From an optimization exercise on the open Yosys and OpenROAD flow, aimed at small area and a short achievable clock period; shortcuts taken in it are not production practice.
Where RTL was checked, it was by simulation tests only, not by an equivalence proof against the original.
Function not checked in run 2: the RTL went through the layout flow alone.
Power is estimated from default activity; no workload was simulated.

==> flow/config.mk <==
export PLATFORM = sky130hd
export DESIGN_NAME = red_combine
export DESIGN_NICKNAME = red_combine
export VERILOG_FILES = /design/flow/design.v
export SDC_FILE = /design/flow/constraint.sdc
export NUM_CORES = 4
export LEC_CHECK = 0
export CAP_MARGIN = 20
export CORE_MARGIN = 2
export CORE_UTILIZATION = 40
export SLEW_MARGIN = 20
==> flow/constraint.sdc <==
create_clock -name core_clock -period 32.0 [get_ports {clk}]
set_input_delay 6.4000 -clock core_clock [delete_from_list [all_inputs] [get_ports {clk}]]
set_output_delay 6.4000 -clock core_clock [all_outputs]
set_load 0.01 [all_outputs]
==> flow/design.v <==
module red_combine (
    input  wire        clk,
    input  wire        rst,
    input  wire        in_valid,
    input  wire [31:0] in_a,
    input  wire [31:0] in_b,
    input  wire [1:0]  in_op,
    input  wire [1:0]  in_rmode,
    input  wire [15:0] in_rand,
    output reg         out_valid,
    output reg  [31:0] out_res
);
    localparam [1:0] OP_MIN = 2'd1;
    localparam [1:0] OP_MAX = 2'd2;
    localparam [1:0] RM_RTZ  = 2'd1;
    localparam [1:0] RM_STOC = 2'd2;
    localparam [31:0] QNAN = 32'h7FC0_0000;
    wire a_nan = (in_a[30:23] == 8'hFF) && (in_a[22:0] != 23'd0);
    wire b_nan = (in_b[30:23] == 8'hFF) && (in_b[22:0] != 23'd0);
    wire a_inf = (in_a[30:23] == 8'hFF) && (in_a[22:0] == 23'd0);
    wire b_inf = (in_b[30:23] == 8'hFF) && (in_b[22:0] == 23'd0);
    function [31:0] order_key;
        input [31:0] x;
        begin
            order_key = x[31] ? ~x : (x | 32'h8000_0000);
        end
    endfunction
    wire        a_le_b  = (order_key(in_a) <= order_key(in_b));
    reg  [31:0] minmax;
    always @(*) begin
        if (a_nan && b_nan)
            minmax = QNAN;
        else if (a_nan)
            minmax = in_b;
        else if (b_nan)
            minmax = in_a;
        else if (in_op == OP_MIN)
            minmax = a_le_b ? in_a : in_b;
        else
            minmax = a_le_b ? in_b : in_a;
    end
    wire        swap    = (in_b[30:0] > in_a[30:0]);
    wire [31:0] bg     = swap ? in_b : in_a;
    wire [31:0] sml     = swap ? in_a : in_b;
    wire [7:0]  e_big   = (bg[30:23]   == 8'd0) ? 8'd1 : bg[30:23];
    wire [7:0]  e_small = (sml[30:23] == 8'd0) ? 8'd1 : sml[30:23];
    wire [23:0] m_big   = {bg[30:23]   != 8'd0, bg[22:0]};
    wire [23:0] m_small = {sml[30:23] != 8'd0, sml[22:0]};
    wire [7:0]  dexp    = e_big - e_small;
    wire        subtract = bg[31] ^ sml[31];
    wire [43:0] w_big   = {1'b0, m_big, 19'd0};
    wire [43:0] w_sm0   = {1'b0, m_small, 19'd0};
    wire [5:0]  sh_sm   = (dexp > 8'd44) ? 6'd44 : dexp[5:0];
    wire [87:0] sm_full = {w_sm0, 44'd0} >> sh_sm;
    wire [43:0] w_small = {sm_full[87:45], sm_full[44] | (|sm_full[43:0])};
    wire [43:0] r       = subtract ? (w_big - w_small) : (w_big + w_small);
    function [5:0] lead_pos44;
        input [43:0] v;
        integer i;
        begin
            lead_pos44 = 6'd0;
            for (i = 0; i < 44; i = i + 1)
                if (v[i])
                    lead_pos44 = i[5:0];
        end
    endfunction
    wire [5:0]  p       = lead_pos44(r);
    wire signed [10:0] e_res = $signed({3'b000, e_big}) + $signed({5'd0, p}) - 11'sd42;
    wire signed [10:0] lsb_norm = $signed({5'd0, p}) - 11'sd23;
    wire signed [10:0] lsb_sub  = 11'sd20 - $signed({3'b000, e_big});
    wire signed [10:0] lsbpos   = (lsb_norm > lsb_sub) ? lsb_norm : lsb_sub;
    wire [6:0]  sh_r    = lsbpos[6:0] + 7'd24;      
    wire [67:0] t       = {r, 24'd0};
    wire [83:0] v       = {t, 16'd0} >> sh_r;
    wire [24:0] n       = v[40:16];
    wire [15:0] d       = v[15:0];
    wire        rbit    = d[15];
    wire [67:0] lowmask = (68'd1 << sh_r) - 68'd1;
    wire [67:0] lowbits = t & lowmask;
    wire        sticky  = |(lowbits & ~(68'd1 << (sh_r - 7'd1)));
    reg round_up;
    always @(*) begin
        case (in_rmode)
            RM_RTZ:  round_up = 1'b0;
            RM_STOC: round_up = (d > in_rand);
            default: round_up = rbit & (sticky | n[0]);
        endcase
    end
    wire [24:0] n_r     = n + {24'd0, round_up};
    wire [10:0] e_base  = (e_res > 11'sd1) ? (e_res - 11'sd1) : 11'd0;
    wire [33:0] code    = ({23'd0, e_base} << 23) + {9'd0, n_r};
    reg  [31:0] sum;
    always @(*) begin
        if (a_nan || b_nan || (a_inf && b_inf && subtract))
            sum = QNAN;
        else if (a_inf || b_inf)
            sum = bg;
        else if (r == 44'd0)
            sum = {in_a[31] & in_b[31], 31'd0};
        else if (code >= 34'h0_7F80_0000)
            sum = {bg[31], (in_rmode == RM_RTZ) ? 31'h7F7F_FFFF : 31'h7F80_0000};
        else
            sum = {bg[31], code[30:0]};
    end
    wire [31:0] result = (in_op == OP_MIN || in_op == OP_MAX) ? minmax : sum;
    always @(posedge clk) begin
        if (rst)
            out_valid <= 1'b0;
        else
            out_valid <= in_valid;
        if (in_valid)
            out_res <= result;
    end
endmodule
==> flow/run.sh <==
#!/bin/bash
# synth_recipe.tcl (not shown) runs the flow's synth.tcl, then flattens the netlist and writes it again
# the make line also repeats each setting of config.mk as NAME=value (left out here)
make -C /OpenROAD-flow-scripts/flow DESIGN_CONFIG=/design/flow/config.mk WORK_HOME=/design/flow/orfs CLKGATE_MAP_FILE= SYNTH_SCRIPT=/design/flow/synth_recipe.tcl finish
==> metrics.md, run 1 <==
| Metric | Value |
|---|---|
| Status | no timing/DRC/antenna violations |
| Worst Hold Path Cells | 2 |
| WP buf/inv | 13 |
| Placed cells | between 3000 and 4000 |
| Die width | 234.6 µm |
| GRT Residual Overflow | 0 |
| Yosys reg bits | 33 |
| Required time worst endpoint | ~32 ns |
| Routability Congestion | approximately 1.0 |
| Post-synth cell types | 119 |
| Post-DP Area | 23540 µm² |
| CP max stage delay | 0.87 ns |
| Sink Count | 33 |
| Die ar. | 55060 µm² |
| Final setup viols | 0 |
| # rows | 84 |
| Sequential share of the synthesized area | 4.610% |
| Max-slew violations | 0 |
| Largest net degree at the start of global routing | between 60 and 70 |
| Worst Setup Start Kind | primary input |
| HP Start | rst |
| Max cap viols | 0 |
| Synthesized instance count | 3100 |
| PortBufs | 119 |
| Worst setup EP type | flop |
| Final WL | 115800 µm |
| Hold-fix buffers, CTS | 0 |
| First-pass iteration count of the detailed router | 6 |
| CTS tree | built |
| Num ports | 120 |
| Final net count | 3446 |
| Inserted Clock Buffers | 5 |
| Final hold vios | 0 |
| Vias per inst | between 7 and 8 |
| First-pass GRT wire length | 168300 µm |
| Post-synth top area share | 10.23% |
| Leakage Power | 9.554 nW |
| Warnings from Yosys | 1 |
| Slowest stage cell, crit path | and2_1 |
| Antenna violations before repair | 0 |
| Starting Density | 40.49% |
| Final Core Density | 45.37% |
| Post-synth EDFFs | 32 |
| Share of layout cells above drive strength 1 | between 10% and 20% |
| Via count | 27410 |
| Vias in the first global route | 25530 |
| H-tree Lvls | 2 |
| Routed wire per std cell | 29.92 µm |
| Max Fclk | 32.30 MHz |
| Post-synthesis average cell area | 6.864 µm² |
| Final Cell Area | 23840 µm² |
| Hold Crit Class | in -> reg |
| Fin cells | 3870 |
| Yosys top cell by area | ha_1 |
| Hpwl dp | 91010 µm |
| Post-layout min period | 30.96 ns |
| Synth Flop Type | edfxtp_1 |
| Final Power | 2.142 mW |
| Area grow syn2layout | 12.05% |
| Die Height | 234.6 µm |
| Mapped Nets | 3365 |
| Synth async-reset ratio | 0% |
| CTS clock-pin slew for the worst setup and hold paths | approximately 0.05 ns |
| Core Box Area | between 50000 and 60000 µm² |
| Initial drt markers | 3771 |
| CP startpoint | in_b[13] |
| Worst VDD drop | 54.60 µV |
| CP top delay family | compound AO/OA/AOI/OAI gates |
| P per Cell Area | 89.84 nW/µm² |
| Hold_ws | 6.692 ns |
| Root Driver | clkbuf_16 |
| Area contributors post-synth | ha_1 (10%), mux2i_1 (6.2%), a21oi_1 (6.1%), nor2_1 (5.0%), nand2_1 (4.6%) |
| End point of the worst hold path | out_valid |
| Post-Syn Area | roughly 21000 µm² |
| Diode count | 0 |
| DRC errors left | 0 |
| Crit path DAT | 31.09 ns |
| Period utilisation layout | a little over nine tenths |
| Clock Tree Buf Depth | 2 |
| Detail Route Antenna Nets | 0 |
| Slew margin rel. | around a quarter |
| Most used cell, CP | a21oi_1 |
| Critical path peak fanout | 33 |
| Setup Crit Path Kind | in -> reg |
| Tot GR Track Use | 39.55% |
| Worst Tran Pin Value | roughly 1.1 ns |
stage by stage:
| stage | worst slack [ns] | setup TNS (ns) |
|---|---|---|
| 2_1_floorplan | 3.822 | 0 |
| 3_3_place_gp | 1.673 | 0 |
| 3_5_place_dp | 0.8736 | 0 |
| 4_1_cts | 1.014 | 0 |
| 5_1_grt | -0.1634 | -0.5853 |
| 6_report | 1.043 | 0 |
area by class of cell:
class	instances	area, µm²
clock buffer	5	125.1
clock inverter	3	12.51
fill	5423	28710
inverter	147	551.8
multi-input combinational	2713	18830
sequential	33	980.9
tap	688	860.8
timing repair buffer	281	2482
flip-flops by register name, indices dropped and copies added (netlist names):
| signal | count |
|---|---|
| out_res | 32 |
| out_valid | 1 |
metal layers:
metal,up-vias,GRT usage [%],wire (µm)
met5,-,0,0
met4,0,18.70,6540
met3,377,6.943,12520
met2,1940,60.52,49040
met1,13100,53.63,47680
li1,11990,-,-
kinds of logic after synthesis:
| group | share of synthesized area (%) |
|---|---|
| compound gates | 34.64 |
| buf+inv | 7.479 |
| simple gates | 26.81 |
| flops | 4.610 |
| mux | 9.461 |
| fa+ha+maj | 10.61 |
| xor+xnor | 6.392 |
power breakdown:
part / leakage (nW) / internal (mW) / switching [mW]
registers: 0.321 / 0.0686 / 0.00557
clock network: 0.0687 / 0.0281 / 0.0165
logic: 9.17 / 0.674 / 1.35
total: 9.55 / 0.771 / 1.37
worst max path at each step:
stage                  end  slack, ns  cells after the start
2_1_floorplan  out_res[12]       3.82                    116
6_report        out_res[3]       1.04                    104
5_1_grt         out_res[3]      -0.16                    113
3_5_place_dp    out_res[3]       0.87                    109
3_3_place_gp    out_res[3]       1.67                    109
4_1_cts         out_res[3]       1.01                    109
what timing repair did:
item,4_1_cts,5_1_grt
setup endpoints to repair,0,31
buffers inserted,0,11
gates resized for setup,0,11
cells in the final DEF, fill, tap and decap left out, types with 40 or more instances in the layout:
cell type | synthesis | routed
nand3_1 | 105 | 105
o211ai_1 | 50 | 50
xor2_1 | 59 | 59
nand4_1 | 59 | 59
mux2i_1 | 131 | 129
mux2_2 | 51 | 51
ha_1 | 174 | 173
a22oi_1 | 55 | 55
nand2_1 | 263 | 262
o22ai_1 | 40 | 40
a21oi_1 | 258 | 258
clkdlybuf4s50_1 | 0 | 113
a31oi_1 | 46 | 45
xnor2_1 | 87 | 86
nor2_1 | 283 | 281
o21ai_0 | 174 | 173
inv_1 | 143 | 143
nand2b_1 | 43 | 42
nor3_1 | 137 | 137
buf_4 | 17 | 156
a21o_1 | 47 | 46
cells in the mapped netlist, drive strengths merged, types with 60 or more instances:
cell    instances
a21oi         265
buf            95
clkbuf        112
ha            174
inv           145
mux2i         131
nand2         264
nand3         107
nand4          60
nor2          286
nor3          146
o21ai         196
xnor2          92
==> run 2, diff against run 1 <==
==> flow/design.v (replaced) <==
module red_combine (
    input  wire        clk,
    input  wire        rst,
    input  wire        in_valid,
    input  wire [31:0] in_a,
    input  wire [31:0] in_b,
    input  wire [1:0]  in_op,
    input  wire [1:0]  in_rmode,
    input  wire [15:0] in_rand,
    output reg         out_valid,
    output reg  [31:0] out_res
);
    reg        v1;
    reg [31:0] a, b;
    reg [1:0]  op, rm;
    reg [15:0] rnd1;
    always @(posedge clk) begin
        v1   <= ~rst & in_valid;
        a    <= in_a;
        b    <= in_b;
        op   <= in_op;
        rm   <= in_rmode;
        rnd1 <= in_rand;
    end
    wire a_emax = &a[30:23];
    wire b_emax = &b[30:23];
    wire a_mz   = ~|a[22:0];
    wire b_mz   = ~|b[22:0];
    wire a_nan  = a_emax & ~a_mz;
    wire b_nan  = b_emax & ~b_mz;
    wire a_inf  = a_emax & a_mz;
    wire b_inf  = b_emax & b_mz;
    wire sa = a[31];
    wire sb = b[31];
    wire is_mm  = op[0] ^ op[1];
    wire is_max = op[1];
    wire gt_ba = b[30:0] > a[30:0];
    wire pick_a_mm = b_nan | (~a_nan & (sa ^ is_max ^ (gt_ba & ~(sa ^ sb))));
    wire sel_b = is_mm ? ~pick_a_mm : gt_ba;
    wire [31:0] bg = sel_b ? b : a;
    wire [30:0] sm = sel_b ? a[30:0] : b[30:0];
    wire sub = (sa ^ sb) & ~is_mm;
    wire zero_small = is_mm | a_inf | b_inf;
    wire nan_out = is_mm ? (a_nan & b_nan) : (a_nan | b_nan | (a_inf & b_inf & (sa ^ sb)));
    wire bg_e0 = ~|bg[30:23];
    wire sm_e0 = ~|sm[30:23];
    wire [7:0]  e_big = {bg[30:24], bg[23] | bg_e0};
    wire [7:0]  e_sm  = {sm[30:24], sm[23] | sm_e0};
    wire [23:0] m_big = {~bg_e0, bg[22:0]};
    wire [23:0] m_sm  = zero_small ? 24'd0 : {~sm_e0, sm[22:0]};
    wire [7:0]  dexp  = e_big - e_sm;
    wire [5:0]  sh    = (|dexp[7:6]) ? 6'd63 : dexp[5:0];
    reg [41:0] x;
    reg        jam;
    integer k;
    always @(*) begin
        x = {m_sm, 18'd0};
        jam = 1'b0;
        for (k = 0; k < 6; k = k + 1) begin
            if (sh[k]) begin
                jam = jam | |(x & ((42'd1 << (1 << k)) - 42'd1));
                x = x >> (1 << k);
            end
        end
    end
    wire [41:0] y = {x[41:1], x[0] | jam};
    wire [42:0] bw = {1'b0, m_big, 18'd0};
    wire [42:0] r1 = bw + ({1'b0, y} ^ {43{sub}}) + {42'd0, sub};
    reg        v2;
    reg [42:0] r;
    reg [7:0]  eb2;
    reg        sg2, nan2, sub2, inf2, rtz2, stoc2;
    reg [15:0] rnd2;
    always @(posedge clk) begin
        v2    <= ~rst & v1;
        r     <= r1;
        eb2   <= e_big;
        sg2   <= bg[31];
        nan2  <= nan_out;
        sub2  <= sub;
        rtz2  <= (rm == 2'd1);
        stoc2 <= (rm == 2'd2);
        inf2  <= zero_small | (rm != 2'd1);
        rnd2  <= rnd1;
    end
    wire carry = r[42];
    wire [24:0] xs = r[41:17];
    reg  [4:0] lz;
    integer i;
    always @(*) begin
        lz = 5'd25;
        for (i = 0; i < 25; i = i + 1)
            if (xs[i]) lz = 5'd24 - i[4:0];
    end
    wire [7:0] lim = eb2 - 8'd1;
    wire [4:0] L = (lim < {3'd0, lz}) ? lim[4:0] : lz;
    wire [24:0] shl = xs << L;
    wire [23:0] n  = carry ? r[42:19] : shl[24:1];
    wire [15:0] d  = carry ? r[18:3] : (L == 5'd0) ? r[17:2] : (L == 5'd1) ? r[16:1] : 16'd0;
    wire        st = carry ? |r[2:0] : (L == 5'd0) ? |r[1:0] : (L == 5'd1) ? r[0] : 1'b0;
    wire [7:0]  e_field = carry ? eb2 + 8'd1 : (n[23] ? eb2 - {3'd0, L} : 8'd0);
    wire r_zero = ~|r[42:17];
    wire round_up = stoc2 ? (d > rnd2) : (~rtz2 & d[15] & ((|d[14:0]) | st | n[0]));
    wire [31:0] code = {1'b0, e_field, n[22:0]} + {31'd0, round_up};
    wire ovf = code[31] | &code[30:23];
    wire sign = sg2 & ~(sub2 & r_zero);
    wire [31:0] result = nan2 ? 32'h7FC0_0000 :
                         {sign, ovf ? (inf2 ? 31'h7F80_0000 : 31'h7F7F_FFFF) : code[30:0]};
    always @(posedge clk) begin
        out_valid <= ~rst & v2;
        out_res   <= result;
    end
endmodule
--- a/flow/config.mk
+++ b/flow/config.mk
@@ -5,6 +5,7 @@
 export SDC_FILE = /design/flow/constraint.sdc
 export NUM_CORES = 4
 export LEC_CHECK = 0
+export ABC_AREA = 1
 export CAP_MARGIN = 20
 export CORE_MARGIN = 2
 export CORE_UTILIZATION = 40
==> run 2 against run 1 <==
Effect of this change: area after synthesis fell by 21%; routed wire length fell by 40%; final area fell by 21%; non-clock buffer count fell by 148; sequential share of layout area rose by 16 points; sequential power rose to 4.6 times the previous value; synthesized cell count fell by 9.2%; hold slack got worse by 6.4 ns; count of clock-buffer cells in the layout rose by 12; die area fell by 20%; first-iteration DRC count fell by 52%; flip-flop and latch count rose by 159.
==> metrics.md, run 2 <==
| Metric | Value |
|---|---|
| Synth async-reset ratio | 0% (unchanged) |
| Hold Crit Class | reg -> reg |
| Tot GR Track Use | 31.65% (-7.9 points) |
| Inserted Clock Buffers | 17 (+12) |
| Max cap viols | 0 (unchanged) |
| Area contributors post-synth | dfxtp_1 (23%), nand2_1 (19%), nand3_1 (15%), inv_1 (6.7%), ha_1 (6.5%) |
| Mapped Nets | 2992 (-11%) |
| H-tree Lvls | 4 (+2) |
| Die Height | 209.3 µm (-11%) |
| GR met2 Demand/Resource | 52.37% (-8.1 points) |
| Post-Synth Simple-Gate Area | 47.56% (+21 points) |
| CTS clock-pin slew for the worst setup and hold paths | 0.07 ns (+0.02 ns) |
| Largest family of logic cells by synthesized area | simple AND/OR/NAND/NOR gates |
| Initial drt markers | 1828 (-52%) |
| Hpwl dp | 56210 µm (-38%) |
| Yosys reg bits | 192 (+480%) |
| Share of layout cells above drive strength 1 | 4.830% (-5.8 points) |
| Worst Tran Pin Value | 1.060 ns (-0.05517 ns) |
| Clk latency of the worst-skew pair | 0.48 ns |
| Max Fclk | 101.9 MHz (+220%) |
| Crit path DAT | 10.20 ns (-20.89 ns) |
| Num ports | 120 (unchanged) |
| Hold-fix buffers, CTS | 0 (unchanged) |
| Routed wire per std cell | 20.25 µm (-32%) |
| P per Cell Area | 83.98 nW/µm² (-6.5%) |
| Final WL | 69190 µm (-40%) |
| Post-synthesis mux area share | 0.05939% (-9.4 points) |
| Post-cts gate resize count | 0 (unchanged) |
| Post-synthesis average cell area | 5.985 µm² (-13%) |
| Fin Setup TNS | 0 ns (unchanged) |
| Final Cell Area | 18940 µm² (-21%) |
| # rows | 75 (-11%) |
| Routability Congestion | 1.037 (+3.0%) |
| Commonest non-fill, non-tap cell in the layout | nand2_1 |
| Status | no timing/DRC/antenna violations |
| DRC errors left | 0 (unchanged) |
| Post-DP Area | 18310 µm² (-22%) |
| Final setup viols | 0 (unchanged) |
| Diode count | 0 (unchanged) |
| Top reg by flops | r |
| Sink Count | 192 (+480%) |
| PortBufs | 119 (unchanged) |
| Final net count | 3041 (-12%) |
| Post-Syn Area | 16850 µm² (-21%) |
| Synthesized instance count | 2816 (-9.2%) |
| Yosys top cell by area | dfxtp_1 |
| Global-route met1 utilization | 39.79% (-14 points) |
| Worst Setup Start Kind | flop |
| GRT Residual Overflow | 0 (unchanged) |
| Synth Flop Type | dfxtp_1 |
| CTS tree | built |
| Die ar. | 43790 µm² (-20%) |
| Antenna violations before repair | 2 (+2) |
| Starting Density | 40.36% (-0.13 points) |
| Die width | 209.3 µm (-11%) |
| Synth Area in Adders | 6.652% (-4.0 points) |
| Setup Crit Path Kind | reg -> reg |
| Final hold vios | 0 (unchanged) |
| Commonest cells in the netlist | nand2_1 (834), nand3_1 (490), inv_1 (299), nor2_1 (245), dfxtp_1 (192) |
| Most frequent cell after synthesis | nand2_1 |
| Area grow syn2layout | 12.41% |
| Largest register FFs | 43 (+34%) |
| Post-synth top area share | 22.81% (+13 points) |
| Final Power | 1.591 mW (-26%) |
| Post-layout min period | 9.809 ns (-21.15 ns) |
| First-pass GRT wire length | 105900 µm (-37%) |
| Period utilisation layout | 30.65% (-66 points) |
| Max-slew violations | 0 (unchanged) |
| Post-CTS Setup Inserts | 0 (unchanged) |
| Core Box Area | 41760 µm² (-21%) |
| Xor and xnor fraction of the mapped netlist area | 4.105% (-2.3 points) |
| Post-synthesis compound-gate area fraction | 8.523% (-26 points) |
| Post-synth EDFFs | 0 (-100%) |
| Root Driver | clkbuf_16 |
| Critical path peak fanout | 51 (+55%) |
| Detail Route Antenna Nets | 0 (unchanged) |
| Hold_ws | 0.3307 ns (-6.361 ns) |
| First-pass iteration count of the detailed router | 8 (+2) |
| Grt met3 use | 4.609% (-2.3 points) |
| Sequential share of the synthesized area | 22.81% (+18 points) |
| Worst VDD drop | 45.09 µV (-17%) |
| RSZ-0062 raised after global routing | no |
| Leakage Power | 9.455 nW (-1.0%) |
| Slowest stage cell, crit path | nand4_2 |
| Clock Tree Buf Depth | 2 (unchanged) |
| Largest net degree at the start of global routing | 53 (-23%) |
| Worst setup EP type | flop |
| Most frequent cells in the layout | nand2_1 (833), nand3_1 (490), inv_1 (298) |
| Post-synth cell types | 64 (-46%) |
| CP max stage delay | 0.57 ns (-0.30 ns) |
| Warnings from Yosys | 1 (unchanged) |
| Clk_skew | 0.02000 ns |
| Vias in the first global route | 18070 (-29%) |
| Via count | 19030 (-31%) |
| Most used cell, CP | nand2_1 |
| Vias per inst | 5.569 (-21%) |
| Top Usage Layer GRT | met2 |
| Slew margin rel. | 28.89% (+3.8 points) |
| Required time worst endpoint | 32.39 ns (+0.26 ns) |
[run 2: worst paths after layout]
kind | slack, ns | endpoint | cells past startpoint | startpoint
setup / recovery | 22.19 | r[22] | 51 | a[26]
hold / removal | 0.33 | rnd2[15] | 0 | rnd1[15]
setup reg to reg | 22.19 | r[22] | 51 | a[26]
hold reg to reg | 0.33 | rnd2[15] | 0 | rnd1[15]
[run 2: final cells by class]
type | instances | area (µm²)
fillers | 4572 | 22810
multi-input cells | 2199 | 11290
clock buffers | 17 | 425.4
inverters | 322 | 1209
clock inverters | 15 | 202.7
repair buffers | 133 | 1296
flip-flops and latches | 192 | 3844
well taps | 539 | 674.4
[run 2: kinds of logic (layout without fill, tap and decap cells)]
kind of cell / after synthesis / after routing
buffers and inverters: 425 / 487
adders and majority gates: 89 / 89
AOI/OAI and AO/OA: 241 / 241
xor gates and xnor gates: 79 / 79
and+or+nand+nor: 1789 / 1789
DFF: 192 / 192
muxes: 1 / 1
[run 2: power breakdown]
group	switching, mW	leakage [nW]	internal [mW]
logic	0.709	7.53	0.319
registers	0.0482	1.62	0.290
clock network	0.116	0.303	0.108
[run 2: through the flow]
stage | util (%) | worst slack [ns] | std cells
2_1_floorplan | - | 24.92 | 2816
3_3_place_gp | 43.86 | 22.49 | 3385
3_5_place_dp | 43.86 | 22.40 | 3385
4_1_cts | 45.36 | 22.37 | 3417
5_1_grt | 45.37 | 21.23 | 3417
6_report | 45.37 | 22.19 | 3417
[run 2: per-layer routing]
| metal | part of all wire [%] | routed length (µm) |
|---|---|---|
| met5 | 0.017 | 12 |
| met4 | 5.7 | 3915 |
| met1 | 42 | 29080 |
| met2 | 46 | 32010 |
| met3 | 6.0 | 4166 |
[run 2: worst max-delay path, delay by kind of cell (launching register included)]
kind	cells	cell delay, ns
flops	1	0.31
compound gates	8	1.24
xor+xnor	1	0.17
fa+ha+maj	5	1.32
buf+inv	7	1.77
simple gates	30	4.84

-- afterwards: timing with drivers on the ports --
No port has a modelled driver above. Below, the same layouts with a new extraction and two added sets of constraints.
Step 1, drivers: a clkbuf_16 drives clk and a buf_2 each remaining input, both assumed.
Step 2 times the ports against the registers' clock, not the clock port: input delays grow and output delays shrink by t, the midpoint of the rising clock arrivals with the driver on.
a / b / c = ideal / step 1 / step 2; a / b = the first two.
run	t (ns)	slack for setup (ns)	worst data-port slew with drivers (ns)
run 1	0.302	1.043 / 1.047 / 0.745	0.05
run 2	0.528	22.191 / 22.191 / 22.191	0.06
After both steps setup and hold are still met in every run listed. For run 1, which loses most, drivers alone change the setup slack by +0.004 ns; drivers and shift together by -0.298 ns.
